Background: an optimization exercise with open tools, aiming at small area, a short achievable clock period and few clock cycles. Do not read the settings as production practice. The RTL was checked by simulation tests, not by an equivalence proof against the original design. No activity file was given, so power comes from the tool's default toggle rates.

raven:
## adeger_core
module adeger_core (
    input  wire        clk,
    input  wire        rst,
    input  wire        run,
    input  wire [15:0] entry,
    output wire [1:0]  state,
    output wire [3:0]  fault_cause,
    output wire [15:0] fault_pc,
    output wire [31:0] fault_word,
    output wire        imem_en,
    output wire [9:0]  imem_addr,
    input  wire [31:0] imem_rdata,
    output wire        dmem_en,
    output wire        dmem_we,
    output wire [8:0]  dmem_addr,
    output wire [47:0] dmem_wdata,
    input  wire [47:0] dmem_rdata,
    output wire        evt_valid,
    output wire [13:0] evt_code
);
clock: 12.0 ns
lec_check: 0
cap_margin: 30
core_margin: 2
core_utilization: 55
place_density: 0.72
slew_margin: 25
standard.sh (not shown) runs the stock make flow with config.mk's settings and CLKGATE_MAP_FILE= SYNTH_SCRIPT=/design/flow/synth_recipe.tcl, a recipe that flattens the netlist after the stock synthesis.
==> flow/flow/run.sh <==
#!/bin/bash
# The standard layout with its constraints, with these changes to how it is
# made: timing repair aims further below the clock period (setup margin) and
# works on the worst 5% of the endpoints below that margin, the resizer may
# swap a cell for one of another footprint, and the port buffers are buf_2
# cells.
set -o pipefail
bash standard.sh SETUP_SLACK_MARGIN=7 TNS_END_PERCENT=5 MATCH_CELL_FOOTPRINT=0 \
    'BUFFER_PORTS_ARGS=-buffer_cell sky130_fd_sc_hd__buf_2' finish > standard.log 2>&1
Testbench counts of raven, summed over its fixed seeds: cycles 199,151.
[inputs] lagoon vs raven
-- flow/config.mk --
<<< raven, line 8
export CAP_MARGIN = 30
>>> lagoon, line 8
export CAP_MARGIN = 40
<<< raven, line 10
export CORE_UTILIZATION = 55
export PLACE_DENSITY = 0.72
export SLEW_MARGIN = 25
>>> lagoon, line 10
export CORE_UTILIZATION = 40
export PLACE_DENSITY = 0.6
export SLEW_MARGIN = 30
==> notes.md <==
- lagoon did not stop at any stage, and its layout met the timing, design-rule and antenna checks.
- Launching element of the worst setup path = e_opb[2]: raven; launching element of the worst setup path = imem_rdata[28]: lagoon
- Worst-skew pair later-pin latency, raven and lagoon: higher on lagoon
- NOTE: fraction of power consumed by the clock network in lagoon exceeds that of raven
- Wire: lagoon routes more than raven
- A cell with the biggest individual delay on the critical path of sky130_fd_sc_hd__mux2i_1 is what raven shows, while sky130_fd_sc_hd__a31oi_1 belongs to lagoon.
- The detailed-route vias per instance reported for lagoon is smaller than that of raven by 8.9%.
- Run comparison: raven capture point of the worst path w[2][0]; lagoon capture point of the worst path e_opb[6]
- From raven to lagoon the numbers moved as follows: sequential cell count was more or less identical, number of signal-net buffers in the layout increased 17%.
- Area of the die: lower on raven
- Diff raven..lagoon | number of input and output port buffers inserted | unchanged
Here is what was changed in the inputs of tundra compared with lagoon.
-- flow/flow/run.sh --
<<< lagoon, line 4
# works on the worst 5% of the endpoints below that margin, the resizer may
>>> tundra, line 4
# works on the worst 20% of the endpoints below that margin, the resizer may
<<< lagoon, line 8
bash standard.sh SETUP_SLACK_MARGIN=7 TNS_END_PERCENT=5 MATCH_CELL_FOOTPRINT=0 \
>>> tundra, line 8
bash standard.sh SETUP_SLACK_MARGIN=7 TNS_END_PERCENT=20 MATCH_CELL_FOOTPRINT=0 \
-- flow/config.mk --
<<< lagoon, line 10
export CORE_UTILIZATION = 40
export PLACE_DENSITY = 0.6
>>> tundra, line 10
export CORE_UTILIZATION = 55
export PLACE_DENSITY = 0.72
Re clock buffer count: lagoon was higher than tundra. tundra vs lagoon, cell leakage power went up by 0.20 nW. tundra against lagoon; full die area is down by more than a quarter. Every run in the comparison, tundra and lagoon, completed the flow with a clean layout.
Inputs modified between tundra and juniper:
-- flow/flow/run.sh --
<<< tundra, line 4
# works on the worst 20% of the endpoints below that margin, the resizer may
>>> juniper, line 4
# works on the worst 10% of the endpoints below that margin, the resizer may
<<< tundra, line 8
bash standard.sh SETUP_SLACK_MARGIN=7 TNS_END_PERCENT=20 MATCH_CELL_FOOTPRINT=0 \
>>> juniper, line 8
bash standard.sh SETUP_SLACK_MARGIN=7 TNS_END_PERCENT=10 MATCH_CELL_FOOTPRINT=0 \
-- flow/config.mk --
<<< tundra, line 10
export CORE_UTILIZATION = 55
export PLACE_DENSITY = 0.72
>>> juniper, line 10
export CORE_UTILIZATION = 40
export PLACE_DENSITY = 0.6
==> comparison <==
As far as net total in the final layout is concerned, tundra and juniper perform about the same. Note that the routed wire length recorded for tundra amounts to 0.941 times the value seen in juniper. For tundra, the critical path launch point was imem_rdata[28], unlike juniper, where it was imem_rdata[14]. The higher non-clock buffer count of juniper and tundra is in juniper. On proportion of power drawn by combinational gates, the higher figure sits with juniper, not tundra. The library cell contributing the largest single delay on the critical path comes out sky130_fd_sc_hd__a211o_4 in one run and sky130_fd_sc_hd__a222oi_1 in the other, namely in tundra and juniper respectively. Comparing juniper and tundra, the higher fraction of power spent switching nets was measured on juniper. Final instance count without filler cells, juniper vs tundra: up by a little under 10%. Compared tundra against juniper; share of final layout cell area taken by clock buffers and inverters within noise.

-- afterwards: timing with drivers on the ports --
The flow's constraints put no driver on any port. The routed layouts listed below were extracted and timed again, unchanged, in two steps.
Step 1: set_driving_cell puts a clkbuf_16 on clk and a buf_2 on each other input, an assumption about the parent block.
Step 2 moves the port delays by t, midway between the first and last clock arrival at a register: inputs arrive t later, outputs are due t later. That takes back most of the time a late clock gives input paths.
Three values: no drivers, after step 1, after step 2; two values: the first two.
run	shift t [ns]	setup WS [ns]	worst setup path after step 2
raven	0.859	6.483 / 6.442 / 5.583	input to register
lagoon	0.879	6.521 / 6.505 / 5.627	input to register
tundra	0.851	6.637 / 6.618 / 5.767	input to register
juniper	0.865	6.555 / 6.543 / 5.678	input to register
After both steps setup and hold are still met in every run listed. The setup slack of raven, which loses most, moves by -0.041 ns with the drivers and by -0.900 ns with both steps.
